Source: an optimization exercise on an open RTL-to-GDS flow (aim: small area, a short achievable clock period and few clock cycles). Production flows keep margins and buffers that such runs may drop.
Function was checked by simulation only, so behaviour that the tests miss may differ from the original.

==> flow/design.v <==
module q9_dotacc (
    input  wire         clk,
    input  wire         rst,
    input  wire         in_valid,
    output wire         in_ready,
    input  wire         in_first,
    input  wire         in_last,
    input  wire         in_fmt,
    input  wire [127:0] in_w,
    input  wire [127:0] in_a,
    input  wire [15:0]  in_sw,
    input  wire [15:0]  in_sa,
    output reg          out_valid,
    output wire [31:0]  out_acc,
    output wire         out_nsc,
    output wire         out_of
);
    assign in_ready = 1'b1;
    reg         r0_v, r0_first, r0_last, r0_fmt;
    reg [31:0]  r0_ps;
    reg [95:0]  r0_wm, r0_am;
    reg [15:0]  r0_sw, r0_sa;
    integer i;
    always @(posedge clk) begin
        r0_v     <= ~rst & in_valid;
        r0_first <= in_first;
        r0_last  <= in_last;
        r0_fmt   <= in_fmt;
        r0_sw    <= in_sw;
        r0_sa    <= in_sa;
        for (i = 0; i < 32; i = i + 1) begin
            r0_ps[i]         <= in_w[4*i+3] ^ in_a[4*i+3];
            r0_wm[3*i +: 3]  <= in_w[4*i +: 3];
            r0_am[3*i +: 3]  <= in_a[4*i +: 3];
        end
    end
    wire signed [12:0] s_lo, s_hi;
    q9_half_dot u_dot_lo (.ps(r0_ps[15:0]),  .wm(r0_wm[47:0]),  .am(r0_am[47:0]),  .s(s_lo));
    q9_half_dot u_dot_hi (.ps(r0_ps[31:16]), .wm(r0_wm[95:48]), .am(r0_am[95:48]), .s(s_hi));
    wire signed [13:0] s_first = {s_lo[12], s_lo} + (r0_fmt ? 14'sd0 : {s_hi[12], s_hi});
    wire               c1_nan, c1_sign, c2_nan, c2_sign;
    wire        [18:0] c1_sig, c2_sig;
    wire signed [10:0] c1_k, c2_k;
    q9_contrib u_c1 (
        .s(s_first), .qf4(r0_fmt), .sw(r0_sw[7:0]), .sa(r0_sa[7:0]),
        .c_nan(c1_nan), .c_sign(c1_sign), .c_sig(c1_sig), .c_k(c1_k)
    );
    q9_contrib u_c2 (
        .s({s_hi[12], s_hi}), .qf4(1'b1), .sw(r0_sw[15:8]), .sa(r0_sa[15:8]),
        .c_nan(c2_nan), .c_sign(c2_sign), .c_sig(c2_sig), .c_k(c2_k)
    );
    reg         r1_v, r1_first, r1_last, r1_two;
    reg         r1_nan1, r1_sign1, r1_nan2, r1_sign2;
    reg  [18:0] r1_sig1, r1_sig2;
    reg  [10:0] r1_k1, r1_k2;
    always @(posedge clk) begin
        r1_v     <= ~rst & r0_v;
        r1_first <= r0_first;
        r1_last  <= r0_last;
        r1_two   <= r0_fmt;
        r1_nan1  <= c1_nan;
        r1_sign1 <= c1_sign;
        r1_sig1  <= c1_sig;
        r1_k1    <= c1_k;
        r1_nan2  <= c2_nan;
        r1_sign2 <= c2_sign;
        r1_sig2  <= c2_sig;
        r1_k2    <= c2_k;
    end
    reg [31:0] acc;
    reg        nsc;
    reg        ovf;
    assign out_acc = acc;
    assign out_nsc = nsc;
    assign out_of  = ovf;
    wire [31:0] acc_start = r1_first ? 32'h0000_0000 : acc;
    wire [31:0] sum1, sum2;
    wire        of1, of2;
    q9_acc_add u_add1 (
        .acc(acc_start), .c_nan(r1_nan1), .c_sign(r1_sign1), .c_sig(r1_sig1),
        .c_k(r1_k1), .res(sum1), .ovf(of1)
    );
    q9_acc_add u_add2 (
        .acc(sum1), .c_nan(r1_nan2), .c_sign(r1_sign2), .c_sig(r1_sig2),
        .c_k(r1_k2), .res(sum2), .ovf(of2)
    );
    wire [31:0] acc_next = r1_two ? sum2 : sum1;
    wire        nsc_beat = r1_nan1 | (r1_two & r1_nan2);
    wire        of_beat  = of1 | (r1_two & of2);
    always @(posedge clk) begin
        if (rst) begin
            out_valid <= 1'b0;
        end else begin
            out_valid <= r1_v & r1_last;
        end
        if (r1_v) begin
            acc <= acc_next;
            nsc <= (r1_first ? 1'b0 : nsc) | nsc_beat;
            ovf <= (r1_first ? 1'b0 : ovf) | of_beat;
        end
    end
endmodule
module q9_half_dot (
    input  wire        [15:0] ps,
    input  wire        [47:0] wm,
    input  wire        [47:0] am,
    output wire signed [12:0] s
);
    function [3:0] fp4_mag;
        input [2:0] c;
        case (c)
            3'd0: fp4_mag = 4'd0;
            3'd1: fp4_mag = 4'd1;
            3'd2: fp4_mag = 4'd2;
            3'd3: fp4_mag = 4'd3;
            3'd4: fp4_mag = 4'd4;
            3'd5: fp4_mag = 4'd6;
            3'd6: fp4_mag = 4'd8;
            default: fp4_mag = 4'd12;
        endcase
    endfunction
    reg [11:0] sx;
    reg [4:0]  n;
    reg [7:0]  p;
    integer i;
    always @(*) begin
        sx = 12'd0;
        n  = 5'd0;
        for (i = 0; i < 16; i = i + 1) begin
            p  = fp4_mag(wm[3*i +: 3]) * fp4_mag(am[3*i +: 3]);
            sx = sx + {4'd0, p ^ {8{ps[i]}}};
            n  = n + {4'd0, ps[i]};
        end
    end
    assign s = $signed({1'b0, sx}) + $signed({8'd0, n}) - $signed({n, 8'd0});
endmodule
module q9_contrib (
    input  wire signed [13:0] s,
    input  wire               qf4,
    input  wire        [7:0]  sw,
    input  wire        [7:0]  sa,
    output wire               c_nan,
    output wire               c_sign,
    output wire        [18:0] c_sig,
    output wire signed [10:0] c_k
);
    wire [12:0] s_abs = s[13] ? -s[12:0] : s[12:0];
    wire [3:0] sig_w = qf4 ? {(sw[7:3] != 5'd0), sw[2:0]} : 4'd1;
    wire [3:0] sig_a = qf4 ? {(sa[7:3] != 5'd0), sa[2:0]} : 4'd1;
    wire [4:0] ew    = (sw[7:3] == 5'd0) ? 5'd1 : sw[7:3];
    wire [4:0] ea    = (sa[7:3] == 5'd0) ? 5'd1 : sa[7:3];
    wire [7:0]  sig_prod = sig_w * sig_a;
    wire [18:0] mag      = s_abs * sig_prod;
    wire signed [10:0] e_lsb = qf4 ? ($signed({6'd0, ew}) + $signed({6'd0, ea}) - 11'sd38)
                                   : ($signed({3'd0, sw}) + $signed({3'd0, sa}) - 11'sd256);
    reg [4:0] lz;
    integer i;
    always @(*) begin
        lz = 5'd19;
        for (i = 0; i < 19; i = i + 1)
            if (mag[i]) lz = 5'd18 - i[4:0];
    end
    wire zero = (mag == 19'd0);
    assign c_nan  = (sw == 8'hFF) | (sa == 8'hFF);
    assign c_sign = s[13] & ~zero;
    assign c_sig  = mag << lz;
    assign c_k    = zero ? -11'sd400 : e_lsb + 11'sd145 - $signed({6'd0, lz});
endmodule
module q9_acc_add (
    input  wire        [31:0] acc,
    input  wire               c_nan,
    input  wire               c_sign,
    input  wire        [18:0] c_sig,
    input  wire signed [10:0] c_k,
    output reg         [31:0] res,
    output reg                ovf
);
    wire [7:0]  a_e   = acc[30:23];
    wire        a_nz  = (a_e != 8'd0);
    wire        a_max = (a_e == 8'hFF);
    wire        a_nan = a_max & (acc[22:0] != 23'd0);
    wire        a_inf = a_max & (acc[22:0] == 23'd0);
    wire [23:0] a_sig = {a_nz, acc[22:0]};
    wire [7:0]  a_e1  = {a_e[7:1], a_e[0] | ~a_nz};
    wire [23:0] c_s24 = {c_sig, 5'd0};
    wire signed [11:0] d_ac = $signed({4'd0, a_e1}) - $signed({c_k[10], c_k});
    wire signed [11:0] d_ca = $signed({c_k[10], c_k}) - $signed({4'd0, a_e1});
    wire        a_big = ~d_ac[11];
    wire [11:0] d     = a_big ? d_ac : d_ca;
    wire [4:0]  sh    = (d > 12'd27) ? 5'd27 : d[4:0];
    wire [23:0] big_sig   = a_big ? a_sig : c_s24;
    wire [23:0] sml_sig = a_big ? c_s24 : a_sig;
    wire        s_big = a_big ? acc[31] : c_sign;
    wire        s_sml = a_big ? c_sign : acc[31];
    wire signed [11:0] eb_big = a_big ? $signed({4'd0, a_e1}) - 12'sd1
                                      : $signed({c_k[10], c_k}) - 12'sd1;
    wire [53:0] sw = {sml_sig, 3'd0, 27'd0} >> sh;
    wire [26:0] s_al = {sw[53:28], sw[27] | (sw[26:0] != 27'd0)};
    wire [26:0] b_al = {big_sig, 3'd0};
    wire        sub  = s_big ^ s_sml;
    wire [27:0] x_bs = sub ? ({1'b0, b_al} - {1'b0, s_al}) : ({1'b0, b_al} + {1'b0, s_al});
    wire [27:0] x_sb = {1'b0, s_al} - {1'b0, b_al};
    wire        neg  = sub & x_bs[27];
    wire [27:0] m    = neg ? x_sb : x_bs;
    wire        sgn  = neg ? s_sml : s_big;
    reg [4:0] lz;
    integer i;
    always @(*) begin
        lz = 5'd27;
        for (i = 0; i < 27; i = i + 1)
            if (m[i]) lz = 5'd26 - i[4:0];
    end
    wire [11:0] lmax = (eb_big > 12'sd27) ? 12'd27 : eb_big;
    wire [4:0]  ls   = ({7'd0, lz} > lmax) ? lmax[4:0] : lz;
    wire [26:0] mn   = m[26:0] << ls;
    wire [23:0] kept = m[27] ? m[27:4] : mn[26:3];
    wire        g    = m[27] ? m[3]    : mn[2];
    wire        st   = m[27] ? (m[2:0] != 3'd0) : (mn[1:0] != 2'd0);
    wire        up   = g & (st | kept[0]);
    wire [24:0] kr   = {1'b0, kept} + {24'd0, up};
    wire signed [11:0] e_base = m[27] ? eb_big + 12'sd1 : eb_big - $signed({7'd0, ls});
    wire signed [11:0] e_fld  = e_base + $signed({10'd0, kr[24:23]});
    always @(*) begin
        ovf = 1'b0;
        if (c_nan | a_nan) begin
            res = 32'h7FC0_0000;
        end else if (a_inf) begin
            res = acc;
        end else if (m == 28'd0) begin
            res = 32'h0000_0000;
        end else if (e_fld >= 12'sd255) begin
            res = {sgn, 8'hFF, 23'd0};
            ovf = 1'b1;
        end else begin
            res = {sgn, e_fld[7:0], kr[22:0]};
        end
    end
endmodule
==> flow/run.sh <==
#!/bin/bash
# synth_recipe.tcl (not shown) runs the flow's synth.tcl, then flattens the netlist and writes it again
# the make line also repeats each setting of config.mk as NAME=value (left out here)
make -C /OpenROAD-flow-scripts/flow DESIGN_CONFIG=/design/flow/config.mk WORK_HOME=/design/flow/orfs CLKGATE_MAP_FILE= SYNTH_SCRIPT=/design/flow/synth_recipe.tcl finish
==> flow/config.mk <==
export PLATFORM = sky130hd
export DESIGN_NAME = q9_dotacc
export DESIGN_NICKNAME = q9_dotacc
export VERILOG_FILES = /design/flow/design.v
export SDC_FILE = /design/flow/constraint.sdc
export NUM_CORES = 4
export LEC_CHECK = 0
export CAP_MARGIN = 20
export CORE_MARGIN = 2
export CORE_UTILIZATION = 40
export SLEW_MARGIN = 20
==> flow/constraint.sdc <==
create_clock -name core_clock -period 90.0 [get_ports {clk}]
set_input_delay 18.0000 -clock core_clock [delete_from_list [all_inputs] [get_ports {clk}]]
set_output_delay 18.0000 -clock core_clock [all_outputs]
set_load 0.01 [all_outputs]
==> run summary <==
- The via count of the first global-routing pass was 68600.
- Summed over all layers, the routed wires come to ~270 mm.
- The H-tree was split into 2 levels.
- The number of fillers in the final layout is approximately 18000.
- The area inside the core boundary is 181000 µm².
- Setup repair after global routing left no endpoint under its margin.
- The total die area is 186000 µm².
- From left edge to right edge, the die measures 431 µm.
- The leftover overflow at the end of global routing is 0.
- The clock slew at the register clock pins of the worst setup and hold paths is ~0.060 ns.
- Hold repair after CTS inserted 0 buffers.
- The area added between synthesis and finish is 10.3%.
- Of the cells placed in the final design, the portion with a size suffix greater than 1 is 4.98%.
- After synthesis the netlist holds a flip-flop and latch count of 361.
- The maximum clock path buffer count is 3.
- The post-synthesis average cell area is 7.71 µm².
- The buffers inserted during post-CTS setup optimization is 0.
- The worst hold path belongs to the class reg -> reg.
- The initial utilization of the core area, before any placement, comes to 40.3%.
- The number of max-capacitance violations reported is 0.
- The most used flip-flop cell after synthesis is sky130_fd_sc_hd__dfxtp_1.
- Input and output buffers added on the ports amount to 328.
- The first-pass iteration count of the detailed router is 8.
- After clock tree synthesis, the repair step resized 0 gates.
- The height of the die is 431 µm.
- The launching element type of the critical path is a register.
- Clock tree synthesis found a total of 361 sinks.
- Of the synthesized area, sequential elements account for 10.4%.
- Based on the critical path, the design can be clocked at up to 0.0245 GHz.
- The worst setup skew after layout is 0.0224 ns.
- The critical path in this run is classified as reg -> reg.
- Yosys mapped a number of flops with a built-in enable equal to 34.
- Synthesis produced a netlist whose cell count is 9452.
- The global-route wire length before repair is 415 mm.
- The top cell type by area accounts for 14.7% of the synthesized area.
- The worst slew slack as a fraction of its limit is 17.5%.
- At the end of routability-driven placement, the weighted congestion stood at between 1 and 1.5.
- Prior to clock tree synthesis, the placed netlist has a worst setup slack of 50.41 ns.
- After detailed routing, the average wire length per cell comes to roughly 23 µm.
- In the post-route analysis, the smallest setup slack over all paths is 49.11 ns.
- The slew at the pin closest to its max-slew limit is 1.24 ns.
- The count of unique library cells instantiated by Yosys is 134.
- Entering global routing, the biggest net connects 64 pins.
- The number of buffers inserted during clock tree synthesis is 48.
- The cell with the most instances on the worst path is sky130_fd_sc_hd__nor2_1.
- In the synthesized netlist the async set-or-reset flop fraction comes to 0%.
- The data required time of the worst path is 90.40 ns.
- The total nets after synthesis is approximately 11000.
- The TritonCTS clock tree is built.
- The share of the clock period used by the worst path after layout is 45.4%.
- The global-route usage over all layers is 28.8%.
- The cell at the slowest stage of the critical path is sky130_fd_sc_hd__xnor2_1.
- Setup violations remaining at the end of the flow were counted as 0.
- The flow ran to the end and the layout has no timing, DRC or antenna violations.
- The top cell type by total area after synthesis is sky130_fd_sc_hd__ha_1.
- The final hold violation count came to 0.
- In the routed layout, each cell is associated on average with a via count of 5.79.
- The initial antenna violation count is 6.
- The clock insertion delay at the later pin of the skew report is between 0.6 and 0.7 ns.
- The commonest cells after synthesis are 1099 x sky130_fd_sc_hd__inv_1, 920 x sky130_fd_sc_hd__nor2_1, 858 x sky130_fd_sc_hd__ha_1, 753 x sky130_fd_sc_hd__nand2_1, 591 x sky130_fd_sc_hd__a21oi_1.
- The finished layout holds 12000 standard cells, fillers aside.
- The data arrival time at the worst-slack endpoint is 41.29 ns.
- In this design, the stage delay of the slowest critical-path cell is 0.93 ns.
- Subtracting the final worst setup slack from the clock period gives roughly 41 ns.
- The mapped netlist covers 72800 µm².
- The most common cell in the synthesized netlist is sky130_fd_sc_hd__inv_1.
- Row generation in the floorplan step produced 156 rows.
- The worst hold slack after final layout is 0.329 ns.
- The estimated wirelength of the detail-placed design is about 230 mm.
- 330 I/O pins were placed.
- For this block, the initial DRC count from the detailed router was 5755.
- Cells fill 44.4% of the core in the end.
- For this run, the post-layout net count is ~11000.
- After detailed placement, the design holds a cell count of 11900.
- The total negative slack is 0 ns.
- The cell chosen for the clock root is sky130_fd_sc_hd__clkbuf_16.
- For this run, the number of Yosys warnings is 4.
- The detailed router placed between 60000 and 70000 vias in this run.
- The number of DRC violations after detailed routing is 0.
- After routing the design area is between 80000 and 90000 µm².
- By area the synthesized netlist is led by sky130_fd_sc_hd__ha_1 15%, sky130_fd_sc_hd__fa_1 14%, sky130_fd_sc_hd__dfxtp_1 9.0%.
- The number of max-slew violations in the final report came to 0.
- The worst setup path is captured at a register.
- The largest driver fanout on the critical path is 63.
- In this run the remaining antenna-violating nets after routing total 0.
- The cell area reported after detailed placement is ~80000 µm².
## per-layer routing
| metal | routed length (µm) | track usage, % |
|---|---|---|
| met2 | 126000 | 47.6 |
| met5 | 33 | 0 |
| met4 | 13500 | 12.2 |
| met1 | 115000 | 36.7 |
| met3 | 19800 | 5.08 |
## critical path: cells and delay by family (launching register included)
family / cells / cell delay (ns)
AOI/OAI and AO/OA: 62 / 15.89
xor gates and xnor gates: 5 / 2.38
adders and majority gates: 9 / 2.77
buffers and inverters: 15 / 4.37
DFF: 1 / 0.51
muxes: 3 / 0.83
and+or+nand+nor: 61 / 13.73
## layout by cell type (no fill, tap or decap), types with 55 or more instances in the layout
master and instances:
sky130_fd_sc_hd__a211oi_1 77, sky130_fd_sc_hd__a21o_1 252, sky130_fd_sc_hd__a21oi_1 591, sky130_fd_sc_hd__a31oi_1 65, sky130_fd_sc_hd__and2_1 97, sky130_fd_sc_hd__and3_1 63, sky130_fd_sc_hd__buf_4 116, sky130_fd_sc_hd__clkdlybuf4s50_1 328
sky130_fd_sc_hd__dfxtp_1 326, sky130_fd_sc_hd__fa_1 508, sky130_fd_sc_hd__ha_1 858, sky130_fd_sc_hd__inv_1 1099, sky130_fd_sc_hd__mux2_2 55, sky130_fd_sc_hd__mux2i_1 150, sky130_fd_sc_hd__nand2_1 753, sky130_fd_sc_hd__nand2b_1 150
sky130_fd_sc_hd__nand3_1 285, sky130_fd_sc_hd__nand4_1 81, sky130_fd_sc_hd__nor2_1 917, sky130_fd_sc_hd__nor2b_1 93, sky130_fd_sc_hd__nor3_1 168, sky130_fd_sc_hd__nor4_1 55, sky130_fd_sc_hd__o211ai_1 92, sky130_fd_sc_hd__o21a_1 154
sky130_fd_sc_hd__o21ai_0 359, sky130_fd_sc_hd__o21bai_1 148, sky130_fd_sc_hd__o22ai_1 69, sky130_fd_sc_hd__or2_2 102, sky130_fd_sc_hd__xnor2_1 510, sky130_fd_sc_hd__xor2_1 204
## area by class of cell
cell class | count | area (µm²) | area share, %
antenna | 2 | 5.00 | 0.00623
clock buffer | 59 | 1300 | 1.62
clock inverter | 29 | 375 | 0.467
inverter | 1108 | 4160 | 5.18
multi-input combinational | 7630 | 59800 | 74.4
sequential | 361 | 7570 | 9.42
tap | 2370 | 2970 | 3.69
timing repair buffer | 444 | 4150 | 5.17
## sequential cells by signal, indices dropped and copies added (netlist names), 9 cells and up
register / flops
acc: 32
r0_am: 96
r0_ps: 32
r0_sa: 16
r0_sw: 16
r0_wm: 96
r1_k1: 11
r1_k2: 9
r1_sig1: 19
r1_sig2: 19
## cell families after synthesis
group                      share of synthesized area (%)
and+or+nand+nor                                     19.3
adders and majority gates                           28.7
DFF                                                 10.4
buffers and inverters                               7.71
AOI/OAI and AO/OA                                   22.2
xor gates and xnor gates                            8.68
muxes                                               3.03
other                                            0.00515
## final timing paths
path | slack, ns | cells after the start | from | end
worst min register to register | 0.33 | 0 | r0_last | r1_last
worst max-delay path | 49.11 | 155 | acc[27] | acc[21]
worst min-delay path | 0.33 | 0 | r0_last | r1_last
worst max register to register | 49.11 | 155 | acc[27] | acc[21]
Testbench counts, summed over its fixed seeds: cycles 31,409.

re-timing with driven ports:
In the flow no input, the clock included, has a driving cell. The finished layout below was timed again as built, in two steps. Step 1 sets driving cells, clkbuf_16 on the clock port and buf_2 on the other inputs (assumed; they add their load-dependent delay and slew). Step 2 times the ports against the registers' clock, not the clock port: input delays grow and output delays shrink by t, the midpoint of the rising clock arrivals with the driver on. Three values: ideal, step 1, step 2; two values: the first two.
shift t [ns]: 0.734
slack for setup (ns): 49.109 / 49.109 / 49.109
worst hold slack (ns): 0.329 / 0.329 / 0.329
worst setup path at the end: register to register
latest minus earliest clock arrival (ns): 0.023 / 0.022
After both steps setup and hold are still met in this run. The setup slack of this run moves by 0.000 ns with the drivers and by 0.000 ns with both steps.
